This design comes from an exercise in tuning for small area and a short achievable clock period on the open sky130 flow, not from production work. In this exercise RTL edits were held to simulation tests only and were not proved equivalent to the original.

File: flow/design.v
module kbfly_srt (
    input  wire [24:0] s_in,
    input  wire [24:0] c_in,     
    input  wire        bit_in,
    input  wire [22:0] d,
    output wire [24:0] s_out,
    output wire [24:0] c_out
);
    wire [3:0] ys = s_in[24:21];
    wire [3:0] yc = c_in[24:21];
    wire [3:0] ye = ys + yc;
    wire       minus1 = &(ys ^ yc);
    wire       pos = ~ye[3];
    wire       neg = ye[3] & ~minus1;
    wire [25:0] y_s = {s_in, bit_in};
    wire [25:0] y_c = {c_in[24:1], 1'b0, pos};    
    wire [25:0] dd  = {3'b000, d};
    wire [25:0] op;
    genvar i;
    generate
        for (i = 0; i < 26; i = i + 1) begin : g_op
            assign op[i] = dd[i] ? neg : pos;
        end
    endgenerate
    wire [25:0] sm = y_s ^ y_c ^ op;
    wire [25:0] cy = (y_s & y_c) | (y_s & op) | (y_c & op);
    assign s_out = sm[24:0];
    assign c_out = {cy[23:0], 1'b0};
endmodule
module kbfly_rca #(
    parameter N = 8
) (
    input  wire [N-1:0] a,
    input  wire [N-1:0] b,
    input  wire         ci,
    output wire [N-1:0] s
);
    wire [N:0] c;
    assign c[0] = ci;
    genvar i;
    generate
        for (i = 0; i < N; i = i + 1) begin : g
            assign s[i]   = a[i] ^ b[i] ^ c[i];
            assign c[i+1] = (a[i] & b[i]) | (a[i] & c[i]) | (b[i] & c[i]);
        end
    endgenerate
endmodule
module kbfly_mul (
    input  wire [23:0] w,
    input  wire [24:0] m,
    output wire [47:0] p
);
    wire [25:0] m1 = {m[24], m};
    wire [25:0] m2 = {m, 1'b0};
    reg  [47:0] rows [0:12];
    integer j;
    reg [2:0] g;
    reg one, two, neg;
    reg [25:0] sel;
    always @* begin
        for (j = 0; j < 12; j = j + 1) begin
            g   = {w[2*j+1], w[2*j], (j == 0) ? 1'b0 : w[2*j-1]};
            neg = g[2];
            one = g[1] ^ g[0];
            two = (g == 3'b100) | (g == 3'b011);
            sel = ({26{one}} & m1) | ({26{two}} & m2);
            sel = sel ^ {26{neg}};
            sel[25] = ~sel[25];
            rows[j] = {22'd0, sel} << (2 * j);
        end
        rows[12] = 48'd0;
        for (j = 0; j < 12; j = j + 1) begin
            g   = {w[2*j+1], w[2*j], (j == 0) ? 1'b0 : w[2*j-1]};
            neg = g[2];
            rows[12][2*j] = neg;
        end
    end
    localparam [47:0] K = 48'h0 - (48'd5592405 << 25);
    wire [47:0] cs_s [0:13];
    wire [47:0] cs_c [0:13];
    assign cs_s[0] = K;
    assign cs_c[0] = rows[12];
    genvar k;
    generate
        for (k = 0; k < 12; k = k + 1) begin : acc
            wire [47:0] x = cs_s[k], y = cs_c[k], z = rows[k];
            wire [47:0] cy = (x & y) | (x & z) | (y & z);
            assign cs_s[k+1] = x ^ y ^ z;
            assign cs_c[k+1] = {cy[46:0], 1'b0};
        end
    endgenerate
    kbfly_rca #(.N(48)) u_cpa (.a(cs_s[12]), .b(cs_c[12]), .ci(1'b0), .s(p));
endmodule
module kbfly (
    input  wire        clk,
    input  wire        rst,         
    input  wire        mq_we,
    input  wire [22:0] mq_wdata,
    input  wire        trig,
    input  wire [1:0]  form,        
    input  wire        centre,
    input  wire        zen,
    input  wire [31:0] w,           
    input  wire [31:0] a,           
    input  wire [31:0] b,           
    output wire        err,         
    output reg         res_valid,   
    output reg         z_we,        
    output wire [31:0] ra,
    output wire [31:0] rb
);
    reg        qok;
    reg [21:0] dlo;
    reg [4:0]  sh;
    reg [22:0] nq;
    reg [4:0]  ns;
    always @* begin
        nq = mq_wdata;
        ns = 5'd0;
        if (nq[22:7] == 16'd0) begin nq = nq << 16; ns[4] = 1'b1; end
        if (nq[22:15] == 8'd0) begin nq = nq << 8;  ns[3] = 1'b1; end
        if (nq[22:19] == 4'd0) begin nq = nq << 4;  ns[2] = 1'b1; end
        if (nq[22:21] == 2'd0) begin nq = nq << 2;  ns[1] = 1'b1; end
        if (nq[22] == 1'b0)    begin nq = nq << 1;  ns[0] = 1'b1; end
    end
    always @(posedge clk) begin
        if (rst)
            qok <= 1'b0;
        else if (mq_we)
            qok <= mq_wdata[0] & (mq_wdata[22:1] != 22'd0);
        if (mq_we) begin
            dlo <= nq[21:0];
            sh  <= ns;
        end
    end
    wire [22:0] d = {1'b1, dlo};
    assign err = trig & (form[1] | ~qok);
    wire   go  = trig & ~err;
    reg [2:0] v_p;
    reg [2:0] z_p;
    reg [2:0] gs_p;
    reg [2:0] c_p;
    always @(posedge clk) begin
        if (rst) begin
            v_p <= 3'd0;
            z_p <= 3'd0;
        end else begin
            v_p <= {v_p[1:0], go};
            z_p <= {z_p[1:0], go & zen};
        end
        gs_p <= {gs_p[1:0], form[0]};
        c_p  <= {c_p[1:0], centre};
    end
    wire        gs = form[0];
    wire [24:0] ax = {a[23], a[23:0]};
    wire [24:0] bx = {b[23], b[23:0]};
    wire [24:0] x0, m0;
    kbfly_rca #(.N(25)) u_x (.a(ax), .b(bx & {25{gs}}), .ci(1'b0), .s(x0));
    kbfly_rca #(.N(25)) u_m (.a(ax & {25{gs}}), .b(bx ^ {25{gs}}), .ci(gs), .s(m0));
    reg [24:0] s1_x, s1_m;
    reg [23:0] s1_w;
    always @(posedge clk) begin
        s1_x <= x0;
        s1_m <= m0;
        s1_w <= w[23:0];
    end
    wire [47:0] prod;
    kbfly_mul u_mul (.w(s1_w), .m(s1_m), .p(prod));
    wire [68:0] pn = {{21{prod[47]}}, prod} << sh;
    wire [45:0] xn = {{21{s1_x[24]}}, s1_x} << sh;
    localparam KP1 = 16;    
    localparam KP2 = 41;    
    wire [24:0] ps [0:46];
    wire [24:0] pc [0:46];
    wire [24:0] xs [0:23];
    wire [24:0] xc [0:23];
    assign xs[0] = {{2{xn[45]}}, xn[45:23]};
    assign xc[0] = 25'd0;
    genvar k;
    generate
        for (k = 0; k < 23; k = k + 1) begin : x1
            kbfly_srt u (.s_in(xs[k]), .c_in(xc[k]), .bit_in(xn[22-k]), .d(d),
                         .s_out(xs[k+1]), .c_out(xc[k+1]));
        end
    endgenerate
    reg [24:0] s2_ps, s2_pc, s2_xs, s2_xc;
    reg [45-KP1:0] s2_pn;
    always @(posedge clk) begin
        s2_ps <= ps[KP1];
        s2_pc <= pc[KP1];
        s2_pn <= pn[45-KP1:0];
        s2_xs <= xs[23];
        s2_xc <= xc[23];
    end
    reg [24:0] s3_ps, s3_pc;
    reg [45-KP2:0] s3_pn;
    reg [22:0] s3_sx;
    assign ps[0] = {{2{pn[68]}}, pn[68:46]};
    assign pc[0] = 25'd0;
    generate
        for (k = 0; k < 46; k = k + 1) begin : p
            wire [24:0] si = (k == KP1) ? s2_ps : (k == KP2) ? s3_ps : ps[k];
            wire [24:0] ci = (k == KP1) ? s2_pc : (k == KP2) ? s3_pc : pc[k];
            wire        bi = (k < KP1) ? pn[45-k] : (k < KP2) ? s2_pn[45-k] : s3_pn[45-k];
            kbfly_srt u (.s_in(si), .c_in(ci), .bit_in(bi), .d(d),
                         .s_out(ps[k+1]), .c_out(pc[k+1]));
        end
    endgenerate
    wire [24:0] xw, sx_t;
    kbfly_rca #(.N(25)) u_xw (.a(s2_xs), .b(s2_xc), .ci(1'b0), .s(xw));
    kbfly_rca #(.N(25)) u_xc (.a(xw), .b({2'b00, d & {23{xw[24]}}}), .ci(1'b0), .s(sx_t));
    always @(posedge clk) begin
        s3_ps <= ps[KP2];
        s3_pc <= pc[KP2];
        s3_pn <= s2_pn[45-KP2:0];
        s3_sx <= sx_t[22:0];
    end
    wire [24:0] pw, pr_t;
    kbfly_rca #(.N(25)) u_pw (.a(ps[46]), .b(pc[46]), .ci(1'b0), .s(pw));
    kbfly_rca #(.N(25)) u_pr (.a(pw), .b({2'b00, d & {23{pw[24]}}}), .ci(1'b0), .s(pr_t));
    wire [22:0] rr = pr_t[22:0];
    wire [22:0] sx = s3_sx;
    wire [23:0] sum;
    kbfly_rca #(.N(24)) u_sum (.a({1'b0, sx}), .b({1'b0, rr}), .ci(1'b0), .s(sum));
    wire [24:0] sumd;
    kbfly_rca #(.N(25)) u_sumd (.a({1'b0, sum}), .b(~{2'b00, d}), .ci(1'b1), .s(sumd));
    wire [22:0] ct_a = sumd[24] ? sum[22:0] : sumd[22:0];
    wire [23:0] dif;
    kbfly_rca #(.N(24)) u_dif (.a({1'b0, sx}), .b(~{1'b0, rr}), .ci(1'b1), .s(dif));
    wire [23:0] difd;
    kbfly_rca #(.N(24)) u_difd (.a(dif), .b({1'b0, d & {23{dif[23]}}}), .ci(1'b0), .s(difd));
    wire [22:0] ct_b = difd[22:0];
    wire gs3 = gs_p[2];
    wire ce3 = c_p[2];
    wire [22:0] va = gs3 ? sx : ct_a;
    wire [22:0] vb = gs3 ? rr : ct_b;
    wire [23:0] ca_t, cb_t;
    kbfly_rca #(.N(24)) u_ca (.a({1'b0, va}), .b(~{1'b0, d}), .ci(1'b1), .s(ca_t));
    kbfly_rca #(.N(24)) u_cb (.a({1'b0, vb}), .b(~{1'b0, d}), .ci(1'b1), .s(cb_t));
    wire [24:0] ca_2, cb_2;    
    kbfly_rca #(.N(25)) u_ca2 (.a({va, 1'b0}), .b(~{2'b00, d}), .ci(1'b1), .s(ca_2));
    kbfly_rca #(.N(25)) u_cb2 (.a({vb, 1'b0}), .b(~{2'b00, d}), .ci(1'b1), .s(cb_2));
    wire [23:0] oa = (ce3 & ~ca_2[24]) ? ca_t : {1'b0, va};
    wire [23:0] ob = (ce3 & ~cb_2[24]) ? cb_t : {1'b0, vb};
    wire [47:0] ua_w = {{24{oa[23]}}, oa} >> sh;
    wire [47:0] ub_w = {{24{ob[23]}}, ob} >> sh;
    wire [23:0] ua = ua_w[23:0];
    wire [23:0] ub = ub_w[23:0];
    reg [23:0] ra_r, rb_r;
    always @(posedge clk) begin
        if (rst) begin
            res_valid <= 1'b0;
            z_we      <= 1'b0;
            ra_r      <= 24'd0;
            rb_r      <= 24'd0;
        end else begin
            res_valid <= v_p[2];
            z_we      <= z_p[2];
            if (v_p[2]) begin
                ra_r <= ua;
                rb_r <= ub;
            end
        end
    end
    assign ra = {{8{ra_r[23]}}, ra_r};
    assign rb = {{8{rb_r[23]}}, rb_r};
endmodule
File: flow/run.sh
#!/bin/bash
# synth_recipe.tcl (not shown) runs the flow's synth.tcl, then flattens the netlist and writes it again
# the make line also repeats each setting of config.mk as NAME=value (left out here)
make -C /OpenROAD-flow-scripts/flow DESIGN_CONFIG=/design/flow/config.mk WORK_HOME=/design/flow/orfs CLKGATE_MAP_FILE= SYNTH_SCRIPT=/design/flow/synth_recipe.tcl finish
File: flow/config.mk
export PLATFORM = sky130hd
export DESIGN_NAME = kbfly
export DESIGN_NICKNAME = kbfly
export VERILOG_FILES = /design/flow/design.v
export SDC_FILE = /design/flow/constraint.sdc
export NUM_CORES = 4
export LEC_CHECK = 0
export CAP_MARGIN = 20
export CORE_MARGIN = 2
export CORE_UTILIZATION = 40
export SLEW_MARGIN = 20
File: flow/constraint.sdc
create_clock -name core_clock -period 170.0 [get_ports {clk}]
set_input_delay 34.0000 -clock core_clock [delete_from_list [all_inputs] [get_ports {clk}]]
set_output_delay 34.0000 -clock core_clock [all_outputs]
set_load 0.01 [all_outputs]
==> notes.md <==
-- cells in the mapped netlist, drive strengths merged, types with 16 or more instances --
cell / number / area [µm²]
o21ai: 999 / 5000
xnor3: 18 / 413
fa: 2019 / 40400
o211ai: 23 / 173
nand2b: 44 / 275
dfxtp: 342 / 6850
xnor2: 476 / 4390
a311o: 21 / 210
and2: 38 / 238
buf: 143 / 632
a21oi: 930 / 4670
xor2: 131 / 1180
ha: 529 / 6620
a41oi: 18 / 173
a31oi: 34 / 213
o221ai: 17 / 149
edfxtp: 27 / 811
a311oi: 23 / 201
clkbuf: 821 / 3080
mux2i: 216 / 2160
nor2b: 24 / 150
nor3: 28 / 140
inv: 1513 / 5690
and3: 16 / 100
nand3: 76 / 380
o21a: 27 / 203
a21o: 99 / 743
nor2: 961 / 3610
nand2: 1177 / 4420
mux4: 78 / 1760
a211oi: 47 / 353
mux2: 59 / 664
o22ai: 39 / 244
a22oi: 278 / 2090
-- final timing paths --
check                                       start               end  slack [ns]  cells after the start
worst min-delay path              gs_p[0]$_DFF_P_   gs_p[1]$_DFF_P_        0.32                      0
worst min register to register    gs_p[0]$_DFF_P_   gs_p[1]$_DFF_P_        0.32                      0
worst max register to register  dlo[21]$_DFFE_PP_  s3_ps[3]$_DFF_P_      103.28                    240
worst max-delay path                      form[1]               err      100.78                      4
-- routing by layer --
metal / global-route usage / wire length, µm
met1: 0.364 / 140000
met2: 0.415 / 150000
met3: 0.0370 / 25800
met4: 0.0876 / 12800
met5: 0 / 84
-- flip-flops by register name, indices dropped and copies added, names as in the netlist, 5 cells and up --
register  cells
dlo          22
ra_r         24
rb_r         24
s1_m         25
s1_w         24
s1_x         25
s2_pc        24
s2_pn        30
s2_ps        25
s2_xc        24
s2_xs        25
s3_pc        24
s3_pn         5
s3_ps        25
s3_sx        23
sh            5
-- cell type report --
cell class              instances  area, µm²  share of cell area
clock buffers                  60       1260              0.0118
flip-flops and latches        369       7670              0.0722
diodes                          9       22.5            0.000212
clock inverters                27        317             0.00298
multi-input cells            8602      83200               0.784
inverters                    1523       5730              0.0540
repair buffers                446       3810              0.0359
well taps                    3330       4170              0.0393
-- worst register-to-register path, delay by kind of cell, from the launching register on --
kind,cells,cell delay (ns)
AOI/OAI and AO/OA,74,19.43
xor gates and xnor gates,40,11.12
adders and majority gates,49,21.19
buffers and inverters,58,10.87
DFF,1,0.37
muxes,3,1.47
and+or+nand+nor,16,2.18
-- kinds of logic after synthesis --
kind of cell,count (synthesis)
buffers and inverters,2487
multiplexers,353
AND/OR/NAND/NOR,2407
XOR/XNOR,626
AO/OA/AOI/OAI,2659
adder cells (fa/ha/maj),2557
flip-flops,369
-- metrics by stage --
stage	util	area, µm²	std cells	hold WS (ns)
global route	0.427	106000	14400	0.337
global placement	0.420	104000	14300	0.311
floorplan	-	99800	11500	0.310
CTS	0.427	106000	14400	0.325
detailed placement	0.421	104000	14300	0.312
finish	0.428	106000	14400	0.324
==> impl_metrics.csv <==
group,metric,value,unit
status,run_status,"no timing/DRC/antenna violations",
cts,tritoncts_buffers,47,
routing,detailroute.via_count,80300,
timing,max_slew_margin,0.218,
yosys,synth-main-ff-cell,"dfxtp_1",
cts,holdBufCountCts,0,
job,drv_cap,0,
cts,clock_path_buffers,3,
placed_design,placement.io_buffers,169,
floorplan,die_width,503,µm
floorplan,top_level_ports,194,
cts,clock_insertion_delay_worst_skew,0.70,ns
worst_setup_path,worst-setup-path-type,"input pin to output port",
routing,routedWlPerCell,22.9,µm
timing,timing.final.hold_violations,0,
timing,postLayoutSetupSlackWorst,100.78,ns
worst_setup_path,critPathRequiredTime,136.00,ns
routing,drt_first_pass_iters,6,
yosys,dominant_combinational_cell_family_by_area_after_synthesis,"adder cells",
cts,cts_htree_levels,2,
timing,skew,0.0333,ns
yosys,basic_gate_share_of_the_synthesized_area_counting_and_or_nand_and_nor_cells,0.0964,
yosys,yosysUniqueCellTypes,88,
routing,post_drt_via_cell_ratio,5.59,
floorplan,floorplan.initialDensity,0.402,
worst_setup_path,timing.critical_path.to_type,"output port",
yosys,ys.warnings.count,6,
yosys,postSynthNetCount,14100,
yosys,syn_std_cell_area,0.0998,mm²
timing,min_period,69.22,ns
worst_setup_path,start_kind,"input pin",
floorplan,core-area,0.248,mm²
worst_setup_path,arrival,35.22,ns
timing,tightestPinTransition,1.17,ns
timing,final-max-slew-violation-count,0,
final_layout,final_common_cell,"fa_1",
yosys,yosys_register_bits,369,
final_layout,drive_above_1_share,0.0584,
final_layout,fillCellCount,24400,
routing,detail-route-antenna-nets,0,
min_path,hold_path.class,"flop to flop",
floorplan,count_of_standard_cell_rows,183,
worst_setup_path,critical_path.most_common_cell,"clkdlybuf4s50_1",
timing,fmaxAchievable,14.4,MHz
cts,cts_setup_buffers,0,
timing,layout_worst_path_cycle_share,0.407,
global_route,grt_start_max_net_pins,88,
yosys,average_size_of_a_mapped_cell,8.71,µm²
yosys,synth-edff-count,27,
timing,finalSetupViolations,0,
cts,clock_tree_from_tritoncts,"done",
yosys,post_synth_inst_count,11500,
worst_setup_path,timing.critical_path.max_delay_family,"buffers and inverters",
global_route,grt_antenna_before_repair,12,
worst_setup_path,critPathBufInv,3,
placed_design,place_congestion,0.956,
worst_setup_path,crit_slowest_cell,"clkdlybuf4s50_1",
routing,drt_first_iter_violations,7298,
cts,cts-resized-gates,0,
timing,setup_total_negative_slack,0,ns
yosys,synth-async-reset-ratio,0,
routing,drt_drc_violations_left,0,
final_layout,layout_common_cells,"fa_1 (2019), inv_1 (1481), nand2_1 (1177)",
routing,drt-total-wl,329000,µm
yosys,muxShareOfSynthArea,0.0459,
yosys,post_synth_fa_ha_maj_area_fraction,0.472,
global_route,grt_remaining_overflow,0,
cts,worst_setup_hold_path_clk_slew,0.06,ns
placed_design,dpl_worst_slack,100.78,ns
final_layout,layout_stage_area_growth_over_the_synthesis_result,6.37,%
yosys,synthXorXnorAreaFrac,0.0602,
yosys,yosysSeqAreaShare,0.0768,
global_route,grt_first_pass_wirelength,510000,µm
cts,cts_sinks,369,
cts,cts_root_buf,"clkbuf_16",
placed_design,place.detailed.hpwl,263000,µm
floorplan,die_area,0.253,mm²
worst_setup_path,path_max_fanout,2,
worst_setup_path,sequence_of_cells_on_the_critical_path,"clkdlybuf4s50_1 > inv_1 > a21boi_0 > clkdlybuf4s50_1",
global_route,grt_usage,0.261,
floorplan,die-height,503,µm
final_layout,fin_nets,13700,
global_route,first_global_vias,82400,
timing,setup_repair_after_global_routing_missed_its_margin,"no",
worst_setup_path,critPathMaxStageDelay,0.56,ns
yosys,synth_compound_gate_area_share,0.154,

[re-timing with driven ports]
How much do the figures lean on ideal ports? The routed layout below was timed once more, with nothing changed but the port constraints. Step 1 sets driving cells, clkbuf_16 on the clock port and buf_2 on the other inputs (assumed; they add their load-dependent delay and slew). Step 2, shift: input delay + t, output delay - t, t = (earliest + latest rising clock arrival at the registers) / 2. This alone moves slack from input paths to output paths. Slacks: no drivers / after step 1 / after step 2; pairs: no drivers / after step 1.
t, ns: 0.784
slack for setup (ns): 100.779 / 100.752 / 100.752
worst hold slack (ns): 0.324 / 0.324 / 0.324
worst setup path at the end: input to output
slew at the worst register clock pin (ns): 0.07 / 0.07
After both steps this run still meets setup and hold. For this run, drivers alone change the setup slack by -0.027 ns; drivers and shift together by -0.027 ns.
